This is an optimization exercise on Yosys and OpenROAD, whose aim is small area, a short achievable clock period and few clock cycles per item, not a production implementation. The RTL was checked by simulation tests, not by an equivalence proof against the original design.

### constraint.sdc
create_clock -name core_clock -period 11.0 [get_ports {clk}]
set_input_delay 2.2000 -clock core_clock [delete_from_list [all_inputs] [get_ports {clk}]]
set_output_delay 2.2000 -clock core_clock [all_outputs]
set_load 0.01 [all_outputs]
### design.v
module seal_sbox_top (
    input  wire [7:0] a,
    output wire [3:0] n,
    output wire [4:0] t
);
    wire U0 = a[7], U1 = a[6], U2 = a[5], U3 = a[4], U4 = a[3], U5 = a[2], U6 = a[1], U7 = a[0];
    wire T1, T2, T3, T4, T5, T6, T7, T8, T9, T10, T11, T12, T13, T14, T15, T16, T17, T18, T19, T20, T21, T22, T23, T24, T25, T26, T27, M1, M2, M3, M4, M5, M6, M7, M8, M9, M10, M11, M12, M13, M14, M15, M16, M17, M18, M19, M20, M21, M22, M23, M24, M25, M26, M27, M28, M29, M30, M31, M32, M33, M34, M35, M36, M37, M38, M39, M40;
    assign T1 = U0 ^ U3;
    assign T2 = U0 ^ U5;
    assign T3 = U0 ^ U6;
    assign T4 = U3 ^ U5;
    assign T5 = U4 ^ U6;
    assign T6 = T1 ^ T5;
    assign T7 = U1 ^ U2;
    assign T8 = U7 ^ T6;
    assign T9 = U7 ^ T7;
    assign T10 = T6 ^ T7;
    assign T11 = U1 ^ U5;
    assign T12 = U2 ^ U5;
    assign T13 = T3 ^ T4;
    assign T14 = T6 ^ T11;
    assign T15 = T5 ^ T11;
    assign T16 = T5 ^ T12;
    assign T17 = T9 ^ T16;
    assign T18 = U3 ^ U7;
    assign T19 = T7 ^ T18;
    assign T20 = T1 ^ T19;
    assign T21 = U6 ^ U7;
    assign T22 = T7 ^ T21;
    assign T23 = T2 ^ T22;
    assign T24 = T2 ^ T10;
    assign T25 = T20 ^ T17;
    assign T26 = T3 ^ T16;
    assign T27 = T1 ^ T12;
    assign M1 = T13 & T6;
    assign M2 = T23 & T8;
    assign M3 = T14 ^ M1;
    assign M4 = T19 & U7;
    assign M5 = M4 ^ M1;
    assign M6 = T3 & T16;
    assign M7 = T22 & T9;
    assign M8 = T26 ^ M6;
    assign M9 = T20 & T17;
    assign M10 = M9 ^ M6;
    assign M11 = T1 & T15;
    assign M12 = T4 & T27;
    assign M13 = M12 ^ M11;
    assign M14 = T2 & T10;
    assign M15 = M14 ^ M11;
    assign M16 = M3 ^ M2;
    assign M17 = M5 ^ T24;
    assign M18 = M8 ^ M7;
    assign M19 = M10 ^ M15;
    assign M20 = M16 ^ M13;
    assign M21 = M17 ^ M15;
    assign M22 = M18 ^ M13;
    assign M23 = M19 ^ T25;
    assign M24 = M22 ^ M23;
    assign M25 = M22 & M20;
    assign M26 = M21 ^ M25;
    assign M27 = M20 ^ M21;
    assign M28 = M23 ^ M25;
    assign M29 = M28 & M27;
    assign M30 = M26 & M24;
    assign M31 = M20 & M23;
    assign M32 = M27 & M31;
    assign M33 = M27 ^ M25;
    assign M34 = M21 & M22;
    assign M35 = M24 & M34;
    assign M36 = M24 ^ M25;
    assign M37 = M21 ^ M29;
    assign M38 = M32 ^ M33;
    assign M39 = M23 ^ M30;
    assign M40 = M35 ^ M36;
    assign n = {M37, M38, M39, M40};
    assign t = {T8, T10, T17, T20, T23};
endmodule
module seal_sbox_bot (
    input  wire [7:0] a,
    input  wire [3:0] n,
    input  wire [4:0] t,
    output wire [7:0] y
);
    wire U0 = a[7], U1 = a[6], U2 = a[5], U3 = a[4], U4 = a[3], U5 = a[2], U6 = a[1], U7 = a[0];
    wire M37 = n[3], M38 = n[2], M39 = n[1], M40 = n[0];
    wire T8 = t[4], T10 = t[3], T17 = t[2], T20 = t[1], T23 = t[0];
    wire T1, T2, T3, T4, T5, T6, T7, T9, T11, T12, T13, T15, T16, T18, T19, T21, T22, T27, M41, M42, M43, M44, M45, M46, M47, M48, M49, M50, M51, M52, M53, M54, M55, M56, M57, M58, M59, M60, M61, M62, M63, L0, L1, L2, L3, L4, L5, L6, L7, L8, L9, L10, L11, L12, L13, L14, L15, L16, L17, L18, L19, L20, L21, L22, L23, L24, L25, L26, L27, L28, L29, S0, S1, S2, S3, S4, S5, S6, S7;
    assign T1 = U0 ^ U3;
    assign T2 = U0 ^ U5;
    assign T3 = U0 ^ U6;
    assign T4 = U3 ^ U5;
    assign T5 = U4 ^ U6;
    assign T6 = T1 ^ T5;
    assign T7 = U1 ^ U2;
    assign T9 = U7 ^ T7;
    assign T11 = U1 ^ U5;
    assign T12 = U2 ^ U5;
    assign T13 = T3 ^ T4;
    assign T15 = T5 ^ T11;
    assign T16 = T5 ^ T12;
    assign T18 = U3 ^ U7;
    assign T19 = T7 ^ T18;
    assign T21 = U6 ^ U7;
    assign T22 = T7 ^ T21;
    assign T27 = T1 ^ T12;
    assign M41 = M38 ^ M40;
    assign M42 = M37 ^ M39;
    assign M43 = M37 ^ M38;
    assign M44 = M39 ^ M40;
    assign M45 = M42 ^ M41;
    assign M46 = M44 & T6;
    assign M47 = M40 & T8;
    assign M48 = M39 & U7;
    assign M49 = M43 & T16;
    assign M50 = M38 & T9;
    assign M51 = M37 & T17;
    assign M52 = M42 & T15;
    assign M53 = M45 & T27;
    assign M54 = M41 & T10;
    assign M55 = M44 & T13;
    assign M56 = M40 & T23;
    assign M57 = M39 & T19;
    assign M58 = M43 & T3;
    assign M59 = M38 & T22;
    assign M60 = M37 & T20;
    assign M61 = M42 & T1;
    assign M62 = M45 & T4;
    assign M63 = M41 & T2;
    assign L0 = M61 ^ M62;
    assign L1 = M50 ^ M56;
    assign L2 = M46 ^ M48;
    assign L3 = M47 ^ M55;
    assign L4 = M54 ^ M58;
    assign L5 = M49 ^ M61;
    assign L6 = M62 ^ L5;
    assign L7 = M46 ^ L3;
    assign L8 = M51 ^ M59;
    assign L9 = M52 ^ M53;
    assign L10 = M53 ^ L4;
    assign L11 = M60 ^ L2;
    assign L12 = M48 ^ M51;
    assign L13 = M50 ^ L0;
    assign L14 = M52 ^ M61;
    assign L15 = M55 ^ L1;
    assign L16 = M56 ^ L0;
    assign L17 = M57 ^ L1;
    assign L18 = M58 ^ L8;
    assign L19 = M63 ^ L4;
    assign L20 = L0 ^ L1;
    assign L21 = L1 ^ L7;
    assign L22 = L3 ^ L12;
    assign L23 = L18 ^ L2;
    assign L24 = L15 ^ L9;
    assign L25 = L6 ^ L10;
    assign L26 = L7 ^ L9;
    assign L27 = L8 ^ L10;
    assign L28 = L11 ^ L14;
    assign L29 = L11 ^ L17;
    assign S0 = L6 ^ L24;
    assign S1 = ~(L16 ^ L26);
    assign S2 = ~(L19 ^ L28);
    assign S3 = L6 ^ L21;
    assign S4 = L20 ^ L22;
    assign S5 = L25 ^ L29;
    assign S6 = ~(L13 ^ L27);
    assign S7 = ~(L6 ^ L23);
    assign y = {S0, S1, S2, S3, S4, S5, S6, S7};
endmodule
module seal_engine (
    input  wire         clk,
    input  wire         rst,
    input  wire         in_valid,
    output wire         in_ready,
    input  wire [127:0] in_key,
    input  wire [16:0]  in_line,
    input  wire [255:0] in_data,
    output reg          out_valid,
    output wire [255:0] out_data
);
    reg         run;         
    reg [5:0]   cnt;         
    reg         fin1;        
    reg [127:0] state;       
    reg [127:0] mu;          
    reg [143:0] mi;          
    reg [127:0] t0, t1;      
    reg [127:0] rk;          
    reg [35:0]  km;          
    reg [31:0]  ku;          
    reg [31:0]  kw3;         
    reg  load1;                  
    reg  mid0;                   
    reg  mid1;                   
    reg  fin0;                   
    reg  last;                   
    reg  kfirst;                 
    reg  kstep;                  
    reg  start;                  
    reg  ksel;                   
    assign in_ready = mid1;
    assign out_data = {t0, t1};
    wire [31:0] k1w3   = ksel ? kw3 : rk[31:0];
    wire [127:0] kin   = kfirst ? in_key : rk;
    wire [31:0] k1rot = {k1w3[23:0], k1w3[31:24]};
    wire [35:0] km_next;
    wire [31:0] sub_rot;
    genvar gi;
    generate
        for (gi = 0; gi < 4; gi = gi + 1) begin : g_ksbox
            seal_sbox_top u_top (.a(k1rot[8*gi +: 8]), .n(km_next[9*gi +: 4]),
                                 .t(km_next[9*gi+4 +: 5]));
            seal_sbox_bot u_bot (.a(ku[8*gi +: 8]), .n(km[9*gi +: 4]),
                                 .t(km[9*gi+4 +: 5]), .y(sub_rot[8*gi +: 8]));
        end
    endgenerate
    reg [7:0] rcon;
    always @(*) begin
        case (cnt)
            6'd0,  6'd20: rcon = 8'h01;
            6'd2,  6'd22: rcon = 8'h02;
            6'd4,  6'd24: rcon = 8'h04;
            6'd6,  6'd26: rcon = 8'h08;
            6'd8,  6'd28: rcon = 8'h10;
            6'd10, 6'd30: rcon = 8'h20;
            6'd12, 6'd32: rcon = 8'h40;
            6'd14, 6'd34: rcon = 8'h80;
            6'd16, 6'd36: rcon = 8'h1b;
            default:      rcon = 8'h36;
        endcase
    end
    wire [31:0] w0 = kin[127:96];
    wire [31:0] w1 = kin[95:64];
    wire [31:0] w2 = kin[63:32];
    wire [31:0] w3 = kin[31:0];
    wire [31:0] f  = sub_rot ^ {rcon, 24'h0};
    wire [127:0] rkn = {w0 ^ f, (w0 ^ w1) ^ f, (w0 ^ w1 ^ w2) ^ f, (w0 ^ w1 ^ w2 ^ w3) ^ f};
    wire [143:0] mi_next;
    generate
        for (gi = 0; gi < 16; gi = gi + 1) begin : g_top
            seal_sbox_top u_top (.a(state[8*gi +: 8]), .n(mi_next[9*gi +: 4]),
                                 .t(mi_next[9*gi+4 +: 5]));
        end
    endgenerate
    wire [127:0] sb;
    generate
        for (gi = 0; gi < 16; gi = gi + 1) begin : g_bot
            seal_sbox_bot u_bot (.a(mu[8*gi +: 8]), .n(mi[9*gi +: 4]), .t(mi[9*gi+4 +: 5]),
                                 .y(sb[8*gi +: 8]));
        end
    endgenerate
    wire [127:0] sr;
    generate
        for (gi = 0; gi < 16; gi = gi + 1) begin : g_shift
            localparam integer R = gi % 4;
            localparam integer C = gi / 4;
            localparam integer SRC = R + 4 * ((C + R) % 4);
            assign sr[127-8*gi -: 8] = sb[127-8*SRC -: 8];
        end
    endgenerate
    function [7:0] xtime;
        input [7:0] a;
        xtime = {a[6:0], 1'b0} ^ (a[7] ? 8'h1b : 8'h00);
    endfunction
    wire [127:0] mc;
    generate
        for (gi = 0; gi < 4; gi = gi + 1) begin : g_mix
            wire [7:0] a0 = sr[127-32*gi -: 8];
            wire [7:0] a1 = sr[119-32*gi -: 8];
            wire [7:0] a2 = sr[111-32*gi -: 8];
            wire [7:0] a3 = sr[103-32*gi -: 8];
            assign mc[127-32*gi -: 8] = xtime(a0 ^ a1) ^ a1 ^ a2 ^ a3;
            assign mc[119-32*gi -: 8] = xtime(a1 ^ a2) ^ a0 ^ a2 ^ a3;
            assign mc[111-32*gi -: 8] = xtime(a2 ^ a3) ^ a0 ^ a1 ^ a3;
            assign mc[103-32*gi -: 8] = xtime(a3 ^ a0) ^ a0 ^ a1 ^ a2;
        end
    endgenerate
    wire [127:0] pk;
    wire [127:0] kx  = rk ^ (fin0 ? t0 : fin1 ? t1 : 128'b0);
    wire [127:0] out = (last ? sr : mc) ^ kx;
    wire [127:0] xk = {110'b0, load1, in_line} ^ in_key;
    assign pk = (mid0 ? in_data[255:128] : in_data[127:0]) ^ in_key;
    always @(posedge clk) begin
        kw3 <= in_key[31:0];
        km  <= km_next;
        ku  <= k1rot;
        mu  <= state;
        mi  <= mi_next;
        if (start || load1)
            state <= xk;
        else
            state <= out ^ (mid0 || mid1 ? pk : 128'b0);
        if (kstep)
            rk <= rkn;
        if (mid0 || fin0)
            t0 <= out;
        if (mid1 || fin1)
            t1 <= out;
    end
    reg       run_n;
    reg [5:0] cnt_n;
    always @(*) begin
        run_n = run;
        cnt_n = cnt;
        if (rst) begin
            run_n = 1'b0;
            cnt_n = 6'd0;
        end else if (start) begin
            run_n = 1'b1;
            cnt_n = 6'd0;
        end else if (fin0) begin
            run_n = 1'b0;
            cnt_n = 6'd0;
        end else if (run) begin
            cnt_n = cnt + 6'd1;
        end
    end
    always @(posedge clk) begin
        run    <= run_n;
        cnt    <= cnt_n;
        load1  <= run_n && (cnt_n == 6'd0);
        mid0   <= run_n && (cnt_n == 6'd19);
        mid1   <= run_n && (cnt_n == 6'd20);
        fin0   <= run_n && (cnt_n == 6'd39);
        last   <= run_n && ((cnt_n == 6'd19) || (cnt_n == 6'd20) || (cnt_n == 6'd39))
                  || (fin0 && !rst);
        kfirst <= run_n && ((cnt_n == 6'd0) || (cnt_n == 6'd20));
        kstep  <= run_n && !cnt_n[0] && (cnt_n <= 6'd38);
        start  <= !rst && in_valid && !in_ready && (!run_n || (cnt_n == 6'd39));
        ksel   <= !rst && in_valid && !in_ready && (!run_n || (cnt_n == 6'd39))
                  || run_n && (cnt_n == 6'd19);
        if (rst) begin
            fin1      <= 1'b0;
            out_valid <= 1'b0;
        end else begin
            fin1      <= fin0;
            out_valid <= fin1;
        end
    end
endmodule
### standard.sh
#!/bin/bash
# synth_recipe.tcl (not shown) runs the flow's synth.tcl, then flattens the netlist and writes it again
# the make line also repeats each setting of config.mk as NAME=value (left out here)
make -C /OpenROAD-flow-scripts/flow DESIGN_CONFIG=/design/flow/config.mk WORK_HOME=/design/flow/orfs CLKGATE_MAP_FILE= SYNTH_SCRIPT=/design/flow/synth_recipe.tcl "${@:-finish}"
### flow/remap.abc
strash
dc2
&get -n
&st
&dch -f
&nf
&put
buffer -c
upsize -c
dnsize -c
### flow/run.sh
#!/bin/bash
# Own layout flow: the standard synthesis, then the combinational logic of
# its netlist is mapped again to the standard cells with flow/remap.abc (the
# registers stay the standard synthesis's cells, with their names), then the standard flow's
# standard layout from floorplan to finish on that netlist.
set -euo pipefail
W=$(pwd)
R=$W/orfs/results/$FLOW_PLATFORM/seal_engine/base
LIB=$FLOW_HOME/platforms/$FLOW_PLATFORM/lib/sky130_fd_sc_hd__tt_025C_1v80.lib
YOSYS=$(command -v yosys || echo /OpenROAD-flow-scripts/tools/install/yosys/bin/yosys)

bash standard.sh synth > std_synth.log 2>&1

cp $R/1_2_yosys.v $W/std_1_2_yosys.v
# registers and tie cells stay as they are: blackbox stubs for their types
SEQ=$(grep -oE 'sky130_fd_sc_hd__[a-z0-9_]+' $W/std_1_2_yosys.v | sort -u \
      | grep -E '__(df|edf|sdf|sedf|dl|conb)' | sed 's/^/=/' | tr '\n' ' ')
cat > $W/remap.ys <<EOT
read_liberty -lib $LIB
select $SEQ
write_verilog -blackboxes -selected $W/remap_stubs.v
design -reset
read_liberty -wb -ignore_miss_func $LIB
read_verilog -lib -overwrite $W/remap_stubs.v
read_verilog $W/std_1_2_yosys.v
hierarchy -check -top $FLOW_TOP
flatten -wb
opt_clean -purge
tee -o $W/remap_before.txt stat
abc -script $W/flow/remap.abc -liberty $LIB -dont_use *lpflow* -dont_use *probe* -constr $W/remap.constr -D 11000
opt_clean -purge
hilomap -singleton -hicell sky130_fd_sc_hd__conb_1 HI -locell sky130_fd_sc_hd__conb_1 LO
splitnets
opt_clean -purge
rename -hide w:* i:* %d o:* %d
tee -o $W/remap_stat.txt stat -liberty $LIB
write_verilog -noattr -noexpr -nohex -nodec $R/1_2_yosys.v
EOT
printf 'set_driving_cell sky130_fd_sc_hd__buf_1\nset_load 5\n' > $W/remap.constr
$YOSYS -l $W/remap_yosys.log -q -s $W/remap.ys > /dev/null 2>&1
$YOSYS -l $W/remap_check.log -q -p "read_liberty -lib $LIB; read_verilog $R/1_2_yosys.v; hierarchy -check -top $FLOW_TOP; check -assert" > /dev/null 2>&1
rm -f $R/1_synth.odb $R/1_synth.sdc

bash standard.sh SETUP_SLACK_MARGIN=7.0 finish > std_finish.log 2>&1
### config.mk
export PLATFORM = sky130hd
export DESIGN_NAME = seal_engine
export DESIGN_NICKNAME = seal_engine
export VERILOG_FILES = /design/flow/design.v
export SDC_FILE = /design/flow/constraint.sdc
export NUM_CORES = 4
export LEC_CHECK = 0
export ABC_AREA = 1
export CAP_MARGIN = 20
export CORE_MARGIN = 2
export CORE_UTILIZATION = 40
export SLEW_MARGIN = 20
==> results of run 1 <==
[timing repair]
action | in CTS | in global routing
pin swaps | 17 | 79
buffers inserted | 20 | 76
gates resized for setup | 169 | 284
setup endpoints to repair | 185 | 191
gates cloned | 0 | 0
[sequential cells by signal, indices dropped and copies added (netlist names), 8 cells and up]
| name | count |
|---|---|
| mu | 128 |
| rcon | 8 |
| t0 | 128 |
| rk | 128 |
| ku | 32 |
| t1 | 128 |
| mi | 144 |
| state | 128 |
| km | 36 |
| kw3 | 32 |
[placed cells by master (no fill, tap or decap), drive strengths merged, types with 38 or more instances in the layout]
cell type and instances:
mux2i 192, o21ai 249, xnor2 1452, dfxtp 526, mux2 134, nor2 431
clkdlybuf4s50 653, buf 128, xnor3 262, xor3 38, edfxtp 384, xor2 782
inv 108, clkbuf 149, a21oi 396, nand2b 46, nand2 374, a22oi 147
[worst reg2reg max path: cells and delay by family (launching register included)]
| family | cells | cell delay [ns] |
|---|---|---|
| muxes | 1 | 0.33 |
| and+or+nand+nor | 1 | 0.08 |
| DFF | 1 | 0.38 |
| xor gates and xnor gates | 9 | 3.01 |
| AOI/OAI and AO/OA | 1 | 0.09 |
[per-layer routing]
metal,part of all wire,GRT usage,wire [microns],vias to the layer above
met1,0.43,0.369,96800,21900
met2,0.47,0.442,104000,1565
met4,0.029,0.0781,6400,4
li1,-,-,-,21100
met5,0.00010,0,23,-
met3,0.070,0.0416,15600,231
[final cells by class]
cell class	instances	area (sq um)	area share
inverters	98	373	0.00475
well taps	2058	2570	0.0328
clock buffers	149	3230	0.0411
flip-flops and latches	910	22100	0.281
multi-input cells	4696	42100	0.536
diodes	2	5.00	0.0000637
clock inverters	46	487	0.00620
repair buffers	789	7670	0.0976
[stage by stage]
step                hold slack (ns)  setup slack [ns]
finish                        0.363              6.89
global route                  0.379              6.86
CTS                           0.369              6.87
detailed placement            0.361              5.71
global placement              0.365              5.77
floorplan                     0.329              7.18
[worst max path at each step]
stage / start / end / slack, ns / cells after the start
after floorplan: rst / last / 7.18 / 6
after detailed placement: in_key[114] / rk[18] / 5.71 / 8
final: in_key[102] / rk[6] / 6.89 / 7
after global routing: mu[84] / state[106] / 6.86 / 12
after CTS: mi[72] / state[42] / 6.87 / 12
after global placement: in_key[125] / rk[29] / 5.77 / 8
==> run notes, run 1 <==
placed cell areas approximately 71000 sq um; CORE AREA 156000 sq um; antenna violations before repair 18; worst reg2reg endpoint state[107]; sum of buffers and inverters on the critical path 1; CTS tree done; syn nets approximately 6.3k; layout cells sized above 1 0.141; post-route antenna net violation count 0; H-tree depth 3; placed cells ~8.5k; CTS Buffer Depth 3; row cnt about 150; delay of the slowest cell on the worst path 0.69 ns; Via Count ~45k; post-synthesis cell area about 63000 sq um; die extent in y roughly 400 microns; DRC 0; Final Instance Count excl. Fillers around 8.7k; 1st-iter DRT viols ~3.9k; first-pass GRT wire length just over 300000 microns; Worst Hold End mu[27]; Hold-fix buffers, CTS 0; Die ar. roughly 160000 sq um; worst hold path depth 0; Final Skew 0.0291 ns; Max-Cap Viols 0; Layout fillers around 14k; area grow syn2layout 25.6%; post-route cell area roughly 79000 sq um; Mapped Avg Cell Area about 11 sq um; placer congestion estimate approximately 0.97; Reg2Reg Setup Slack about 7.0 ns; cell family with most CP delay XOR/XNOR gates; max_slew headroom 0.0487; Reg clk slew, reported paths 0.07 ns; worst-skew pair later-pin latency around 0.73 ns; IO buf count between 600 and 700; global-route usage over all layers 0.270; Critical Path AT between 4 and 5 ns; Die Span X about 400 microns; I/O pin count 662; Crit path top cell by count xnor2_1; kind of critical path in -> reg; Sink Count 910; Synth warnings 1; RSZ-0062 raised after global routing yes; hold_sp state[27]; WL/cell 25.5 microns; grt ovf 0; slowest CP cell xnor2_1; clk root buf clkbuf_16; Setup Viol. Count Final 0; crit path launch type primary input; Tmin final around 4 ns; FF-to-FF path depth 12; CTS Buf Count 103; Tightest Pin Transition approximately 1.4 ns; post-detail-place hpwl between 150000 and 200000 microns; Nets 7002; largest net degree at the start of global routing 151; via/cell ratio slightly above 5; max-slew violation count 0; routed wire length around 220000 microns; setup_tns 0 ns; crit-path max FO 4; worst path cell trace clkdlybuf4s50_1, mux2i_1, xnor2_1, xnor2_1, xnor2_1, xnor2_1, xnor2_1; Crit. End Element flip-flop; Mapped Cells just under 6k; fin util 0.505; R2R Path Start mi[46]; vias in the first global route between 40k and 50k; crit share post-route 0.374; Final Hold Fails 0; Max Freq 243 MHz; First-pass DRT Iterations 8; status complete, no violations; Data required, critical path roughly 11 ns; Starting Density 0.402; Hold WC Path Type reg -> reg
Testbench counts, summed over its fixed seeds: cycles 15,384, lines 384.
==> run 2, diff against run 1 <==
--- a/flow/run.sh
+++ b/flow/run.sh
@@ -42,3 +42,4 @@
 rm -f $R/1_synth.odb $R/1_synth.sdc
 
-bash standard.sh SETUP_SLACK_MARGIN=7.0 finish > std_finish.log 2>&1
+bash standard.sh SETUP_SLACK_MARGIN=6.8 "BUFFER_PORTS_ARGS=-buffer_cell sky130_fd_sc_hd__buf_1" \
+    finish > std_finish.log 2>&1
==> flow/remap.abc (replaced) <==
&get -n
&st
&dch -f
&nf
&put
--- a/config.mk
+++ b/config.mk
@@ -9,4 +9,4 @@
 export CAP_MARGIN = 20
 export CORE_MARGIN = 2
-export CORE_UTILIZATION = 40
+export CORE_UTILIZATION = 50
 export SLEW_MARGIN = 20
==> run 2 against run 1 <==
  * Hold slack is essentially flat
  * Fmax grew 0.58%
  * Global-route usage grew 3.0 points
  * Synthesized area shrank 4.3%
  * Die area shrank 23%
  * Cell area shrank 10%
  * Clock skew grew 0.010 ns
  * Sequential share of layout area grew 3.2 points
  * Largest cell class unchanged
  * Highest routed layer unchanged
==> run notes, run 2 <==
status complete, no violations; Final Skew between 0.03 and 0.04 ns; post-route antenna net violation count 0; most frequent cells in the layout xnor2_1, xor2_1, buf_1; Tmin final 4.09 ns; max-slew violation count 0; sum of buffers and inverters on the critical path 0; Starting Density 0.506; RSZ-0062 raised after global routing yes; Die ar. ~120000 sq um; fin util 0.594; max_slew headroom 0.217; first-pass GRT wire length about 270000 microns; kind of critical path reg -> reg; CTS Buffer Depth 3; placer congestion estimate slightly below 1; R2R Path Start mu[7]; CTS tree done; 1st-iter DRT viols between 3k and 4k; antenna violations before repair 7; Max-Cap Viols 0; CTS Buf Count 103; hold_sp state[115]; WL/cell roughly 23 microns; H-tree depth 3; routed wire length 189000 microns; setup_tns 0 ns; largest net degree at the start of global routing about 140; vias in the first global route 42.9k; Tightest Pin Transition roughly 1.2 ns; Hold WC Path Type reg -> reg; Crit. End Element flip-flop; Mapped Cells about 5.8k; crit share post-route 0.372; area grow syn2layout 17.5%; Nets ~7k; Critical Path AT 4.66 ns; antenna cell count 0; via/cell ratio approximately 5.3; max reg flops around 140; Die Span X between 300 and 400 microns; I/O pin count 662; worst path cell trace xor2_1, nand2_1, xnor2_1, xor2_1, xnor3_1, xor2_1, xnor2_1, xnor2_1, xnor2_1, o21ai_0, xnor2_1, xor2_1, a21oi_2; Via Count 43.7k; die extent in y 350 microns; Setup Viol. Count Final 0; Reg clk slew, reported paths about 0.07 ns; cell family with most CP delay XOR/XNOR gates; DRC 0; commonest non-fill, non-tap cell in the layout xnor2_1; Mapped Avg Cell Area approximately 10 sq um; crit path launch type flip-flop; First-pass DRT Iterations 6; CORE AREA 118000 sq um; Synth warnings 1; Sink Count 910; IO buf count roughly 660; Max Freq approximately 240 MHz; post-detail-place hpwl between 150000 and 200000 microns; row cnt 126; slowest CP cell xor2_1; worst-skew pair later-pin latency 0.71 ns; Crit path top cell by count xnor2_1; delay of the slowest cell on the worst path 0.66 ns; Data required, critical path around 12 ns; Top reg by flops mi; syn nets between 6k and 7k; global-route usage over all layers 0.301; Critical Path Source mu[7]; layout cells sized above 1 0.0734; clk root buf clkbuf_16; post-synthesis cell area approximately 60000 sq um; crit-path max FO 5; grt ovf 0; Final Hold Fails 0
==> run 2: repair_timing <==
action	CTS	global route
endpoints found under the hold margin	0	0
resized for setup	115	191
gates cloned	0	0
pin swaps	1	14
hold buffers	0	0
setup buffers	0	18
setup endpoints to repair	231	183
==> run 2: worst paths after layout <==
path	end	slack [ns]	depth (start not counted)
setup / recovery	state[113]	6.91	13
hold / removal	mu[115]	0.36	0
setup reg to reg	state[113]	6.91	13
hold reg to reg	mu[115]	0.36	0
==> run 2: area by class of cell <==
class	count	area (sq um)
repair buffers	716	2920
multi-input cells	4815	39400
inverters	67	254
flip-flops and latches	910	22100
clock inverters	58	614
clock buffers	138	3060
fillers	10300	48000
well taps	1600	2000
==> run 2: stage by stage <==
step | std cells | hold slack [ns] | instance area (sq um) | setup slack [ns]
2_1_floorplan | 5792 | 0.349 | 59900 | 6.96
3_3_place_gp | 8090 | 0.357 | 64700 | 6.26
6_report | 8304 | 0.363 | 70400 | 6.91
5_1_grt | 8304 | 0.372 | 70400 | 6.68
3_5_place_dp | 8090 | 0.356 | 64700 | 6.21
4_1_cts | 8286 | 0.365 | 69000 | 6.62
==> run 2: worst reg2reg max path, stage by stage, from the launching register on <==
cell	delay, ns
dfxtp_1	0.43
xor2_1	0.25
nand2_1	0.14
xnor2_1	0.28
xor2_1	0.29
xnor3_1	0.29
xor2_1	0.66
xnor2_1	0.33
xnor2_1	0.27
xnor2_1	0.14
o21ai_0	0.12
xnor2_1	0.31
xor2_1	0.14
a21oi_2	0.34
==> run 2: routing by layer <==
metal | global-route usage | routed length, microns | vias up
li1 | - | - | 21100
met1 | 0.404 | 82200 | 21000
met2 | 0.502 | 90000 | 1295
met3 | 0.0355 | 9720 | 279
met4 | 0.102 | 7020 | 2
met5 | 0 | 16 | -
==> run 3, diff against run 2 <==
--- a/flow/run.sh
+++ b/flow/run.sh
@@ -42,4 +42,4 @@
 rm -f $R/1_synth.odb $R/1_synth.sdc
 
-bash standard.sh SETUP_SLACK_MARGIN=6.8 "BUFFER_PORTS_ARGS=-buffer_cell sky130_fd_sc_hd__buf_1" \
+bash standard.sh SETUP_SLACK_MARGIN=7.0 "BUFFER_PORTS_ARGS=-buffer_cell sky130_fd_sc_hd__buf_1" \
     finish > std_finish.log 2>&1
==> run 3 against run 2 <==
  * Register-to-register slack gained 0.14 ns
  * Routed wire length grew 0.83%
  * Fmax grew 3.5%
  * Cell count grew 0.57%
  * Non-clock buffer count grew 46
  * Largest cell class unchanged
  * Count of clock-buffer cells in the layout grew 11
  * Hold slack gained 0.0024 ns
  * Die area is the same
==> run notes, run 3 <==
status complete, no violations; sum of buffers and inverters on the critical path 0; Die ar. 123000 sq um; Top reg by flops mi; CTS Buffer Depth 3; worst hold path depth 0; kind of critical path reg -> reg; placed cells between 8k and 9k; H-tree depth 3; largest net degree at the start of global routing 76; Hold WC Path Type reg -> reg; First-pass DRT Iterations 5; I/O pin count between 600 and 700; WL/cell between 20 and 25 microns; worst-skew pair later-pin latency between 0.6 and 0.7 ns; post-synthesis cell area 59900 sq um; Setup Viol. Count Final 0; Critical Path Source mu[44]; antenna violations before repair 8; Data required, critical path about 12 ns; max_slew headroom 0.228; clk root buf clkbuf_16; routed wire length about 190000 microns; crit path launch type flip-flop; Starting Density 0.506; Sink Count 910; max-slew violation count 0; grt ovf 0; R2R Path Start mu[44]; Crit. End Element flip-flop; CTS tree done; commonest non-fill, non-tap cell in the layout xnor2_1; max reg flops about 140; vias in the first global route about 43k; Max-Cap Viols 0; via/cell ratio 5.24; syn nets slightly above 6k; fin util 0.607; Reg2Reg Setup Slack between 7 and 8 ns; Reg clk slew, reported paths about 0.06 ns; Via Count between 40k and 50k; crit-path max FO 4; Tightest Pin Transition 1.16 ns; CORE AREA roughly 120000 sq um; Mapped Cells roughly 5.8k; Die Span X about 350 microns; global-route usage over all layers 0.302; Worst Hold End mu[59]; die extent in y ~350 microns; FF-to-FF path depth 12; RSZ-0062 raised after global routing yes; hold_sp state[59]; Tmin final slightly below 4 ns; worst reg2reg endpoint state[117]; IO buf count 661; post-route antenna net violation count 0; setup_tns 0 ns; delay of the slowest cell on the worst path about 0.48 ns; Final Hold Fails 0; row cnt 126; first-pass GRT wire length ~280000 microns; Final Skew approximately 0.024 ns; 1st-iter DRT viols 3316; post-detail-place hpwl approximately 150000 microns; area grow syn2layout 20.0%; layout cells sized above 1 0.104; Max Freq approximately 250 MHz; worst path cell trace xnor2_2, xnor2_1, nor2_1, xor3_1, xnor2_2, xor2_1, xnor2_1, xnor2_1, nor2_1, a21oi_2, xnor3_1, a21oi_2; Critical Path AT 4.50 ns; Nets slightly above 7k; cell family with most CP delay XOR/XNOR gates; Final Instance Count excl. Fillers 8351; most frequent cells in the layout xnor2_1, xor2_1, buf_1; Synth warnings 1; slowest CP cell xor3_1; CTS Buf Count between 100 and 150; placer congestion estimate a little under 1; crit share post-route 0.359; Crit path top cell by count xnor2_1; DRC 0; Mapped Avg Cell Area around 10 sq um
run 3: worst max-delay path by stage:
| stage | endpoint | slack (ns) | depth (start not counted) |
|---|---|---|---|
| after global routing | state[24] | 6.80 | 13 |
| after floorplan | state[18] | 6.96 | 4 |
| after global placement | state[19] | 6.18 | 12 |
| final | state[117] | 7.05 | 12 |
| after CTS | state[72] | 6.87 | 12 |
| after detailed placement | state[19] | 6.17 | 11 |
run 3: area by class of cell:
| cell class | count | area, sq um |
|---|---|---|
| Fill cell | 10200 | 46500 |
| Inverter | 67 | 254 |
| Antenna cell | 2 | 5.00 |
| Timing Repair Buffer | 762 | 3270 |
| Sequential cell | 910 | 22100 |
| Tap cell | 1600 | 2000 |
| Clock inverter | 46 | 333 |
| Multi-Input combinational cell | 4815 | 40700 |
| Clock buffer | 149 | 3150 |
run 3: repair_timing:
action | in CTS | in global routing
setup endpoints to repair | 309 | 220
hold buffers | 0 | 0
resized for setup | 250 | 266
pin swaps | 6 | 60
setup buffers | 6 | 59
run 3: metrics by stage:
stage          hold slack [ns]  cell area, sq um  worst slack, ns
3_5_place_dp             0.361             64700             6.17
4_1_cts                  0.369             69600             6.87
5_1_grt                  0.377             71800             6.80
6_report                 0.366             71900             7.05
2_1_floorplan            0.349             59900             6.96
3_3_place_gp             0.358             64700             6.18
run 3: routing by layer:
metal	vias to the layer above	GRT usage	part of all wire
met2	1218	0.506	0.48
met1	21100	0.401	0.43
met3	272	0.0352	0.049
li1	21100	-	-
met5	-	0	0.00014
met4	4	0.107	0.037
==> run 4, diff against run 3 <==
--- a/config.mk
+++ b/config.mk
@@ -10,3 +10,4 @@
 export CORE_MARGIN = 2
 export CORE_UTILIZATION = 50
+export CTS_BUF_LIST = sky130_fd_sc_hd__clkbuf_4 sky130_fd_sc_hd__clkbuf_8
 export SLEW_MARGIN = 20
==> run 4 against run 3 <==
  * Die area unchanged
  * Worst setup slack got worse by 0.025 ns
  * Non-clock buffer count increased by 6
  * Clock skew increased by 0.018 ns
  * Synthesized cell count unchanged
  * Count of clock-buffer cells in the layout increased by 98
  * Core utilization increased by 0.22 points
==> run notes, run 4 <==
status complete, no violations; max-slew violation count 0; CORE AREA around 120000 sq um; placed cell areas around 65000 sq um; Nets around 7.1k; met1 usage 0.402; I/O pin count roughly 660; Sink Count 910; Synth warnings 1; crit share post-route 0.361; commonest non-fill, non-tap cell in the layout xnor2_1; kind of critical path reg -> reg; Top reg by flops mi; slowest CP cell xnor3_2; post-route antenna net violation count 0; placed cells ~8.1k; post-detail-place hpwl approximately 150000 microns; Tightest Pin Transition around 1.2 ns; via/cell ratio ~5.2; syn nets 6196; Hold WC Path Type reg -> reg; hold slack approximately 0.37 ns; post-synthesis cell area between 50000 and 60000 sq um; WL/cell about 23 microns; placer congestion estimate around 0.98; grt peak-use layer met2; first-pass GRT wire length roughly 280000 microns; M2 GR Usage 0.511; Starting Density 0.506; Final Skew 0.0420 ns; routed wire length 192000 microns; row cnt between 100 and 150; max reg flops 144; Hold-fix buffers, CTS 0; sum of buffers and inverters on the critical path 1; Reg2Reg Setup Slack between 7 and 8 ns; grt ovf 0; cell family with most CP delay XOR/XNOR gates; Crit path top cell by count xor2_1; DRC 0; antenna violations before repair 7; Via Count 44.2k; area grow syn2layout 20.4%; CTS Buffer Depth 3; Layout fillers ~10k; global-route usage over all layers 0.304; CTS tree done; CTS Buf Count 161; IO buf count between 600 and 700; 1st-iter DRT viols approximately 3.3k; worst-skew pair later-pin latency roughly 0.9 ns; layout cells sized above 1 0.119; crit path launch type flip-flop; Mapped Avg Cell Area between 10 and 15 sq um; die extent in y around 350 microns; Critical Path AT ~4.8 ns; post-route cell area between 70000 and 80000 sq um; delay of the slowest cell on the worst path between 0.5 and 0.6 ns; met3 Track Usage GR 0.0408; crit-path max FO 4; Data required, critical path between 10 and 15 ns; H-tree depth 4; largest net degree at the start of global routing 76; Crit. End Element flip-flop; Max-Cap Viols 0; Mapped Cells between 5k and 6k; Setup Viol. Count Final 0; clk root buf clkbuf_8; vias in the first global route roughly 43k; Tmin final ~4 ns; worst path cell trace xor2_1, xor2_1, nor2_1, xor2_2, xnor3_2, xor2_2, xor2_1, a21oi_1, o21ai_0, o21ai_0, xnor2_1, buf_4, xor2_1, a21oi_1; Final Instance Count excl. Fillers between 8k and 9k; Die Span X approximately 350 microns; max_slew headroom 0.216; First-pass DRT Iterations 5; Max Freq roughly 250 MHz; RSZ-0062 raised after global routing yes; Die ar. 123000 sq um; most frequent cells in the layout xnor2_1, xor2_1, buf_1; Reg clk slew, reported paths roughly 0.060 ns; setup_tns 0 ns; Final Hold Fails 0
-- run 4: timing repair --
item / in CTS / in global routing
gates resized for setup: 250 / 254
setup buffers: 5 / 66
pin swaps: 6 / 62
endpoints found under the setup margin: 312 / 217
-- run 4: layout make-up --
| type | instances | area, sq um | share of cell area |
|---|---|---|---|
| multi-input combinational | 4815 | 40700 | 0.564 |
| sequential | 910 | 22100 | 0.306 |
| timing repair buffer | 768 | 3330 | 0.0462 |
| clock buffer | 247 | 3150 | 0.0437 |
| tap | 1600 | 2000 | 0.0278 |
| clock inverter | 54 | 581 | 0.00805 |
| inverter | 67 | 254 | 0.00352 |
| antenna | 5 | 12.5 | 0.000174 |
-- run 4: worst paths after layout --
path / startpoint / endpoint / cells after the start
worst max register to register: mi[65] / state[58] / 14
worst min register to register: state[123] / mu[123] / 0
worst min-delay path: state[123] / mu[123] / 0
worst max-delay path: mi[65] / state[58] / 14
-- run 4: metrics by stage --
| step | utilization | worst slack, ns |
|---|---|---|
| global route | 0.609 | 6.88 |
| CTS | 0.590 | 6.80 |
| finish | 0.609 | 7.03 |
| global placement | 0.546 | 6.18 |
| floorplan | - | 6.96 |
| detailed placement | 0.546 | 6.17 |
-- run 4: layer usage --
layer | routed length [microns] | share of wire
met4 | 6720 | 0.035
met1 | 83100 | 0.43
met5 | 28 | 0.00015
met2 | 91900 | 0.48
met3 | 9820 | 0.051
==> run 5, diff against run 4 <==
--- a/config.mk
+++ b/config.mk
@@ -10,4 +10,4 @@
 export CORE_MARGIN = 2
 export CORE_UTILIZATION = 50
-export CTS_BUF_LIST = sky130_fd_sc_hd__clkbuf_4 sky130_fd_sc_hd__clkbuf_8
+export CTS_BUF_LIST = sky130_fd_sc_hd__clkbuf_8
 export SLEW_MARGIN = 20
==> run 5 against run 4 <==
  * Cell area is 0.30% lower
  * Non-clock buffer count is 1 lower
  * Sequential share of layout area is 0.093 points higher
  * Fmax is 0.88% lower
  * Worst setup slack worse by 0.035 ns
  * Count of clock-buffer cells in the layout is 40 lower
  * Critical path depth is 2 lower
  * Clock skew is 0.0047 ns lower
  * Routed wire length hardly changed
  * Still clean on timing, DRC and antenna
==> run notes, run 5 <==
IO buf count ~660; largest net degree at the start of global routing 76; commonest non-fill, non-tap cell in the layout xnor2_1; die extent in y approximately 350 microns; setup_tns 0 ns; RSZ-0062 raised after global routing yes; fin util 0.607; first-pass GRT wire length 277000 microns; First-pass DRT Iterations 5; clk root buf clkbuf_8; Hold WC Path Type reg -> reg; global-route usage over all layers 0.304; CTS tree done; WL/cell around 23 microns; CTS Buffer Depth 3; Die ar. 123000 sq um; max-slew violation count 0; Starting Density 0.506; Critical Path AT 4.74 ns; worst-skew pair later-pin latency slightly below 0.9 ns; row cnt around 130; CTS Buf Count 161; layout cells sized above 1 0.112; 1st-iter DRT viols 3382; routed wire length roughly 190000 microns; Via Count around 44k; Tightest Pin Transition roughly 1.2 ns; placed cells 8089; post-route antenna net violation count 0; crit share post-route 0.364; Die Span X approximately 350 microns; Mapped Avg Cell Area just over 10 sq um; max_slew headroom 0.222; most frequent cells in the layout xnor2_1, xor2_1, buf_1; CORE AREA about 120000 sq um; Synth warnings 1; Crit. End Element flip-flop; vias in the first global route around 44k; Reg clk slew, reported paths roughly 0.060 ns; Mapped Cells 5792; H-tree depth 4; Data required, critical path ~12 ns; crit path launch type flip-flop; area grow syn2layout 20.1%; Max Freq roughly 250 MHz; status complete, no violations; Final Instance Count excl. Fillers about 8.5k; Sink Count a little over 900; crit-path max FO 4; kind of critical path reg -> reg; Max-Cap Viols 0; antenna violations before repair 7; Final Hold Fails 0; multi-input logic area around 40000 sq um; I/O pin count 662; syn nets around 6.2k; post-synthesis cell area ~60000 sq um; grt ovf 0; Final Skew 0.0373 ns; placer congestion estimate just under 1; register area ~22000 sq um; Top reg by flops mi; Tmin final 4.01 ns; Setup Viol. Count Final 0; via/cell ratio about 5.2; Layout fillers between 10k and 15k; Nets approximately 7.1k; max reg flops around 140; post-detail-place hpwl 150000 microns; Hold-fix buffers, CTS 0; DRC 0
run 5: worst max-delay path: stages, from the launching register on:
cell	delay, ns
dfxtp_1	0.37
xnor2_2	0.29
xnor2_1	0.11
nor2_1	0.33
xor3_1	0.49
xnor2_2	0.36
xor2_1	0.34
xnor2_1	0.18
xnor2_1	0.14
nor2_1	0.06
a21oi_1	0.34
xnor3_1	0.49
a21oi_2	0.37
run 5: final cells by class:
| class | count | share of cell area |
|---|---|---|
| Sequential cell | 910 | 0.307 |
| Tap cell | 1600 | 0.0278 |
| Multi-Input combinational cell | 4815 | 0.565 |
| Inverter | 67 | 0.00353 |
| Timing Repair Buffer | 767 | 0.0462 |
| Antenna cell | 2 | 0.0000696 |
| Clock inverter | 94 | 0.0102 |
| Clock buffer | 207 | 0.0396 |
run 5: path summary, 6_finish.rpt:
kind,startpoint,to,cells past startpoint,slack (ns)
min reg2reg,state[123],mu[123],0,0.37
max,mu[41],state[117],12,6.99
max reg2reg,mu[41],state[117],12,6.99
min,state[123],mu[123],0,0.37
run 5: stage by stage:
step	setup WS (ns)	cell area, sq um	hold slack, ns
after detailed placement	6.17	64700	0.361
final	6.99	71900	0.365
after CTS	6.80	69700	0.368
after global routing	6.90	71900	0.377
after floorplan	6.96	59900	0.349
after global placement	6.18	64700	0.358
run 5: per-layer routing:
layer / routed length (microns) / share of wire / global-route usage
met3: 9580 / 0.050 / 0.0394
met1: 83100 / 0.43 / 0.403
met5: 28 / 0.00015 / 0
met4: 7100 / 0.037 / 0.112
met2: 91700 / 0.48 / 0.509
run 5: timing repair:
item,CTS,global route
pin swaps,6,63
gates resized for setup,248,252
cloned,0,0
buffers inserted,5,65
setup endpoints to repair,312,219
==> run 6, diff against run 5 <==
--- a/flow/run.sh
+++ b/flow/run.sh
@@ -42,4 +42,4 @@
 rm -f $R/1_synth.odb $R/1_synth.sdc
 
-bash standard.sh SETUP_SLACK_MARGIN=7.0 "BUFFER_PORTS_ARGS=-buffer_cell sky130_fd_sc_hd__buf_1" \
+bash standard.sh SETUP_SLACK_MARGIN=7.3 "BUFFER_PORTS_ARGS=-buffer_cell sky130_fd_sc_hd__buf_1" \
     finish > std_finish.log 2>&1
--- a/config.mk
+++ b/config.mk
@@ -10,4 +10,3 @@
 export CORE_MARGIN = 2
 export CORE_UTILIZATION = 50
-export CTS_BUF_LIST = sky130_fd_sc_hd__clkbuf_8
 export SLEW_MARGIN = 20
==> run 6 against run 5 <==
  * Cell count rose by 1.4%
  * Register-to-register slack gained 0.13 ns
  * Flip-flop and latch count is the same
  * Global-route usage is 0.74 points higher
  * Non-clock buffer count increased by 229
  * Hold slack got worse by 0.0019 ns
  * Worst setup slack gained 0.13 ns
  * Count of clock-buffer cells in the layout down 65
  * Synthesized cell count unchanged
  * Cell area rose by 8.1%
  * Critical path type unchanged
  * Largest cell class unchanged
==> run notes, run 6 <==
Reg2Reg Setup Slack about 7.1 ns; Die Span X between 300 and 400 microns; CORE AREA roughly 120000 sq um; first-pass GRT wire length approximately 280000 microns; slowest CP cell xnor3_2; status complete, no violations; Setup Viol. Count Final 0; delay of the slowest cell on the worst path around 0.58 ns; Top reg by flops mi; worst path cell trace xnor2_2, xnor2_2, nor2_1, xor2_2, buf_4, xnor2_4, xnor3_2, xor2_4, xnor2_1, xnor2_1, mux2i_2, xnor2_2, xor2_1, a21oi_2; Hold WC Path Type reg -> reg; crit-path max FO 4; Mapped Cells roughly 5.8k; Final Hold Fails 0; placer congestion estimate ~0.96; worst reg2reg endpoint state[35]; Via Count between 40k and 50k; crit share post-route 0.352; Critical Path Source mi[73]; Reg clk slew, reported paths 0.06 ns; Layout fillers between 9k and 10k; Synth warnings 1; FF-to-FF path depth 14; CTS Buf Count 100; Worst Hold End mu[35]; Nets ~7.3k; hold slack approximately 0.36 ns; Crit path top cell by count xnor2_2; layout cells sized above 1 0.206; Tmin final between 3 and 4 ns; syn nets just over 6k; die extent in y approximately 350 microns; Crit. End Element flip-flop; DRC 0; worst hold path depth 0; I/O pin count around 660; kind of critical path reg -> reg; max-slew violation count 0; IO buf count roughly 660; crit path launch type flip-flop; Max-Cap Viols 0; area grow syn2layout 29.8%; worst-skew pair later-pin latency approximately 0.7 ns; RSZ-0062 raised after global routing yes; Data required, critical path roughly 12 ns; largest net degree at the start of global routing 141; post-synthesis cell area roughly 60000 sq um; Starting Density 0.506; clk root buf clkbuf_16; Tightest Pin Transition ~1.3 ns; antenna violations before repair 10; most frequent cells in the layout xnor2_1, xor2_1, buf_1; via/cell ratio ~5.3; routed wire length roughly 200000 microns; post-route antenna net violation count 0; Die ar. approximately 120000 sq um; Sink Count between 900 and 1k; CTS tree done; Mapped Avg Cell Area 10.3 sq um; global-route usage over all layers 0.312; WL/cell between 20 and 25 microns; vias in the first global route around 44k; max reg flops between 100 and 150; post-detail-place hpwl 152000 microns; grt ovf 0; Final Skew roughly 0.024 ns; Max Freq 258 MHz; First-pass DRT Iterations 5; max_slew headroom 0.158; 1st-iter DRT viols 3355; R2R Path Start mi[73]; commonest non-fill, non-tap cell in the layout xnor2_1; hold_sp state[35]; H-tree depth 3; Critical Path AT about 4.4 ns; setup_tns 0 ns; CTS Buffer Depth 3; row cnt roughly 130
==> run 6: cell type report <==
class                   count  area [sq um]  area share
clock buffers             142          3000      0.0387
diodes                      5          12.5    0.000161
inverters                  67           270     0.00348
clock inverters            48           529     0.00681
well taps                1600          2000      0.0258
flip-flops and latches    910         22200       0.286
multi-input cells        4815         44300       0.571
repair buffers            996          5360      0.0690
==> run 6: metal layers <==
| layer | global-route usage | up-vias | part of all wire |
|---|---|---|---|
| met3 | 0.0376 | 362 | 0.053 |
| met5 | 0 | - | 0.00015 |
| met2 | 0.527 | 1382 | 0.48 |
| met4 | 0.110 | 6 | 0.044 |
| met1 | 0.412 | 22100 | 0.42 |
| li1 | - | 21600 | - |
==> run 6: metrics by stage <==
| stage | instances | instance area (sq um) | worst slack, ns | util |
|---|---|---|---|---|
| floorplan | 5792 | 60000 | 7.15 | - |
| global placement | 8091 | 64800 | 5.65 | 0.547 |
| detailed placement | 8091 | 64800 | 5.63 | 0.547 |
| CTS | 8409 | 73400 | 7.11 | 0.620 |
| global route | 8579 | 77700 | 6.98 | 0.656 |
| finish | 8583 | 77700 | 7.12 | 0.656 |
==> run 6: worst max path at each step <==
stage	endpoint	slack (ns)	depth (start not counted)
final	state[35]	7.12	14
after floorplan	last	7.15	7
after detailed placement	rk[27]	5.63	8
after CTS	state[124]	7.11	13
after global placement	rk[27]	5.65	8
after global routing	state[35]	6.98	16
==> run 6: timing repair <==
| item | 4_1_cts | 5_1_grt |
|---|---|---|
| pin swaps | 162 | 275 |
| cloned | 0 | 0 |
| resized for setup | 675 | 481 |
| endpoints found under the setup margin | 427 | 270 |
| hold buffers | 0 | 0 |
| endpoints found under the hold margin | 0 | 0 |
| buffers inserted | 128 | 169 |
==> run 6: worst max-delay path: cells and delay by family, from the launching register on <==
family / cells / cell delay (ns)
AO/OA/AOI/OAI: 1 / 0.10
XOR/XNOR: 10 / 2.71
buffers and inverters: 1 / 0.18
flip-flops: 1 / 0.37
multiplexers: 1 / 0.21
AND/OR/NAND/NOR: 1 / 0.10
==> run 7, diff against run 6 <==
--- a/flow/run.sh
+++ b/flow/run.sh
@@ -3,5 +3,7 @@
 # its netlist is mapped again to the standard cells with flow/remap.abc (the
 # registers stay the standard synthesis's cells, with their names), then the standard flow's
-# standard layout from floorplan to finish on that netlist.
+# standard layout from floorplan to finish on that netlist, with a tighter
+# timing-repair target and the smallest buffer on each port.
+# Logs: std_synth.log, remap_yosys.log, remap_check.log, std_finish.log.
 set -euo pipefail
 W=$(pwd)
@@ -42,4 +44,4 @@
 rm -f $R/1_synth.odb $R/1_synth.sdc
 
-bash standard.sh SETUP_SLACK_MARGIN=7.3 "BUFFER_PORTS_ARGS=-buffer_cell sky130_fd_sc_hd__buf_1" \
+bash standard.sh SETUP_SLACK_MARGIN=7.0 "BUFFER_PORTS_ARGS=-buffer_cell sky130_fd_sc_hd__buf_1" \
     finish > std_finish.log 2>&1
==> run 7 against run 6 <==
  * Cell area fell by 7.5%
  * Synthesized cell count did not move
  * Clock skew rose by 0.00059 ns
  * Hold slack improved by 0.0024 ns
  * Worst setup slack got worse by 0.074 ns
==> run notes, run 7 <==
status complete, no violations; setup_tns 0 ns; grt ovf 0; Die ar. ~120000 sq um; crit path launch type flip-flop; max-slew violation count 0; post-route antenna net violation count 0; placed cell areas about 65000 sq um; Hold WC Path Type reg -> reg; kind of critical path reg -> reg; crit-path max FO 4; Via Count about 44k; antenna violations before repair 8; Data required, critical path about 12 ns; commonest non-fill, non-tap cell in the layout xnor2_1; placed cells approximately 8k; max_slew headroom 0.228; Top reg by flops mi; WL/cell between 20 and 25 microns; CTS tree done; Reg clk slew, reported paths around 0.06 ns; Mapped Cells about 5.8k; Crit. End Element flip-flop; Mapped Avg Cell Area about 10 sq um; Max-Cap Viols 0; First-pass DRT Iterations 5; multi-input logic area slightly above 40000 sq um; layout cells sized above 1 0.104; Nets ~7.1k; placer congestion estimate around 0.98; die extent in y approximately 350 microns; crit share post-route 0.359; post-route cell area 71900 sq um; Final Skew between 0.02 and 0.025 ns; CTS Buf Count between 100 and 150; 1st-iter DRT viols roughly 3.3k; Setup Viol. Count Final 0; clk root buf clkbuf_16; Tightest Pin Transition about 1.2 ns; syn nets about 6.2k; register area about 22000 sq um; worst-skew pair later-pin latency 0.69 ns; RSZ-0062 raised after global routing yes; vias in the first global route approximately 43k; row cnt around 130; routed wire length roughly 190000 microns; max reg flops ~140; I/O pin count 662; post-synthesis cell area roughly 60000 sq um; CTS Buffer Depth 3; Max Freq 253 MHz; Die Span X about 350 microns; Critical Path AT roughly 4.5 ns; via/cell ratio approximately 5.2; Starting Density 0.506; Tmin final slightly below 4 ns; post-detail-place hpwl 150000 microns; first-pass GRT wire length about 280000 microns; DRC 0; Final Instance Count excl. Fillers about 8.4k; area grow syn2layout 20.0%; Synth warnings 1; H-tree depth 3; most frequent cells in the layout xnor2_1, xor2_1, buf_1; largest net degree at the start of global routing 76; Layout fillers ~10k; Final Hold Fails 0; fin util 0.607; CORE AREA between 100000 and 150000 sq um; IO buf count roughly 660; Sink Count between 900 and 1k; global-route usage over all layers 0.302
-- run 7: metrics by stage --
step | hold WS (ns) | worst slack [ns]
CTS | 0.369 | 6.87
finish | 0.366 | 7.05
global route | 0.377 | 6.80
global placement | 0.358 | 6.18
detailed placement | 0.361 | 6.17
floorplan | 0.349 | 6.96
-- run 7: worst max-delay path, stage by stage (launching register included) --
cell	delay (ns)
dfxtp_1	0.37
xnor2_2	0.31
xnor2_1	0.10
nor2_1	0.34
xor3_1	0.48
xnor2_2	0.38
xor2_1	0.34
xnor2_1	0.19
xnor2_1	0.16
nor2_1	0.07
a21oi_2	0.24
xnor3_1	0.46
a21oi_2	0.37
-- run 7: final timing paths --
path	endpoint	slack, ns	cells after the start	from
worst min register to register	mu[59]	0.37	0	state[59]
worst max-delay path	state[117]	7.05	12	mu[44]
worst max register to register	state[117]	7.05	12	mu[44]
worst min-delay path	mu[59]	0.37	0	state[59]
-- run 7: area by class of cell --
cell class,instances,area share
antenna,2,0.0000697
clock buffer,149,0.0439
clock inverter,46,0.00463
inverter,67,0.00354
multi-input combinational,4815,0.567
sequential,910,0.307
tap,1600,0.0279
timing repair buffer,762,0.0455
-- run 7: timing repair --
action | in CTS | in global routing
setup endpoints to repair | 309 | 220
hold buffers | 0 | 0
setup buffers | 6 | 59
resized for setup | 250 | 266
pin swaps | 6 | 60
-- run 7: metal layers --
| metal | routed length [microns] | track usage |
|---|---|---|
| met4 | 7150 | 0.107 |
| met5 | 27 | 0 |
| met2 | 91400 | 0.506 |
| met1 | 82700 | 0.401 |
| met3 | 9300 | 0.0352 |
==> run 8, diff against run 7 <==
--- a/design.v
+++ b/design.v
@@ -234,5 +234,9 @@
     wire [31:0] w3 = kin[31:0];
     wire [31:0] f  = sub_rot ^ {rcon, 24'h0};
-    wire [127:0] rkn = {w0 ^ f, (w0 ^ w1) ^ f, (w0 ^ w1 ^ w2) ^ f, (w0 ^ w1 ^ w2 ^ w3) ^ f};
+    wire [31:0] n0 = w0 ^ f;
+    wire [31:0] n1 = n0 ^ w1;
+    wire [31:0] n2 = n1 ^ w2;
+    wire [31:0] n3 = n2 ^ w3;
+    wire [127:0] rkn = {n0, n1, n2, n3};
     wire [143:0] mi_next;
     generate
==> run 8 against run 7 <==
  * First-iteration DRC count up 5.2%
  * Core utilization shrank 0.21 points
  * Highest routed layer is now met4
==> run notes, run 8 <==
status complete, no violations; antenna violations before repair 6; global-route usage over all layers 0.318; Critical Path AT 4.44 ns; fin util 0.605; Starting Density 0.506; post-detail-place hpwl 161000 microns; IO buf count 661; post-synthesis cell area approximately 60000 sq um; Final Skew approximately 0.030 ns; die extent in y 350 microns; Hold-fix buffers, CTS 0; H-tree depth 3; syn nets a little over 6k; first-pass GRT wire length around 280000 microns; Hold WC Path Type reg -> reg; Top reg by flops mi; placed cells about 8k; Max Freq 250 MHz; FF-to-FF path depth 13; I/O pin count ~660; placed cell areas 64700 sq um; Mapped Avg Cell Area 10.3 sq um; worst hold path depth 0; Mapped Cells 5797; worst reg2reg endpoint state[42]; Final Hold Fails 0; Critical Path Source in_key[116]; Sink Count just over 900; post-route cell area roughly 72000 sq um; max_slew headroom 0.230; row cnt approximately 130; Crit. End Element flip-flop; 1st-iter DRT viols around 3.5k; CORE AREA about 120000 sq um; Reg2Reg Setup Slack around 7.1 ns; kind of critical path in -> reg; Tightest Pin Transition roughly 1.1 ns; grt ovf 0; CTS Buffer Depth 3; Nets between 7k and 8k; Via Count between 40k and 50k; Max-Cap Viols 0; crit-path max FO 4; Setup Viol. Count Final 0; layout cells sized above 1 0.0916; crit share post-route 0.364; largest net degree at the start of global routing between 150 and 200; CTS tree done; setup_tns 0 ns; Die ar. 122000 sq um; DRC 0; Final Instance Count excl. Fillers around 8.4k; post-route antenna net violation count 0; Worst Hold End mu[91]; max reg flops between 100 and 150; Tmin final 4.01 ns; RSZ-0062 raised after global routing yes; WL/cell around 24 microns; Setup WS post-layout between 6 and 7 ns; max-slew violation count 0; area grow syn2layout 19.6%; most frequent cells in the layout xnor2_1, xor2_1, buf_1; Synth warnings 1; Reg clk slew, reported paths 0.07 ns; Place WS between 5 and 6 ns; crit path launch type primary input; R2R Path Start mi[19]; routed wire length 201000 microns; CTS Buf Count about 100; vias in the first global route 42.0k; worst-skew pair later-pin latency just over 0.7 ns; Data required, critical path ~11 ns; placer congestion estimate 0.981; hold_sp state[91]; Die Span X 350 microns; commonest non-fill, non-tap cell in the layout xnor2_1; via/cell ratio approximately 5.3; clk root buf clkbuf_16; First-pass DRT Iterations 5
-- run 8: how the worst max path moves through the flow --
| stage | slack [ns] | end |
|---|---|---|
| 6_report | 6.99 | rk[20] |
| 5_1_grt | 6.88 | state[42] |
| 4_1_cts | 6.94 | state[105] |
| 3_5_place_dp | 5.88 | state[97] |
| 3_3_place_gp | 5.85 | state[97] |
| 2_1_floorplan | 7.03 | state[43] |
-- run 8: through the flow --
step / hold slack (ns)
3_5_place_dp: 0.361
2_1_floorplan: 0.349
6_report: 0.363
4_1_cts: 0.363
5_1_grt: 0.370
3_3_place_gp: 0.356
-- run 8: worst max-delay path, stage by stage --
cell and delay [ns]:
buf_1 0.17, mux2i_1 0.12, xnor2_1 0.17, xnor2_1 0.24, xnor2_1 0.91, xnor2_1 0.39, xnor2_1 0.24
-- run 8: layer usage --
metal | track usage | wire [microns] | up-vias
li1 | - | - | 21100
met3 | 0.0359 | 12200 | 248
met1 | 0.446 | 89100 | 21300
met5 | 0 | 0 | -
met4 | 0.0985 | 6710 | 0
met2 | 0.514 | 92900 | 1442
-- run 8: area by class of cell --
class | count | area [sq um]
Multi-Input combinational cell | 4799 | 40100
Antenna cell | 6 | 15.0
Clock inverter | 51 | 562
Fill cell | 10100 | 46800
Sequential cell | 910 | 22100
Clock buffer | 143 | 3190
Timing Repair Buffer | 757 | 3300
Tap cell | 1600 | 2000
Inverter | 88 | 330
-- run 8: repair_timing --
action                                  CTS  global route
buffers inserted                         13            40
resized for setup                       233           203
pin swaps                                 8            40
endpoints found under the setup margin  314           201
Testbench counts of run 8, summed over its fixed seeds: cycles 15,384, lines 384.

static timing again, ports no longer ideal:
The flow's constraints put no driver on any port. The routed layouts listed below were extracted and timed again, unchanged, in two steps.
Step 1 sets driving cells, clkbuf_16 on the clock port and buf_2 on the other inputs (assumed; they add their load-dependent delay and slew).
Step 2 moves the port delays by t, midway between the first and last clock arrival at a register: inputs arrive t later, outputs are due t later. That takes back most of the time a late clock gives input paths.
a / b / c = ideal / step 1 / step 2; a / b = the first two.
run	t, ns	setup WS [ns]	worst setup path after step 2	clock arrival spread, ns	worst register clock-pin slew, ns
run 1	0.798	6.890 / 6.936 / 6.138	input to register	0.029 / 0.029	0.07 / 0.07
run 2	0.762	6.913 / 6.913 / 6.242	input to register	0.039 / 0.040	0.07 / 0.07
run 3	0.752	7.051 / 7.051 / 6.390	input to register	0.027 / 0.027	0.07 / 0.07
run 4	0.938	7.026 / 7.026 / 6.363	input to register	0.044 / 0.043	0.07 / 0.07
run 5	0.934	6.991 / 6.991 / 6.337	input to register	0.044 / 0.043	0.07 / 0.07
run 6	0.766	7.125 / 7.125 / 6.622	input to register	0.024 / 0.024	0.07 / 0.07
run 7	0.752	7.051 / 7.051 / 6.390	input to register	0.027 / 0.027	0.07 / 0.07
run 8	0.776	6.992 / 7.052 / 6.276	input to register	0.033 / 0.033	0.07 / 0.07
After both steps every run listed still meets setup and hold. The setup slack of run 1, which loses most, moves by +0.046 ns with the drivers and by -0.752 ns with both steps.
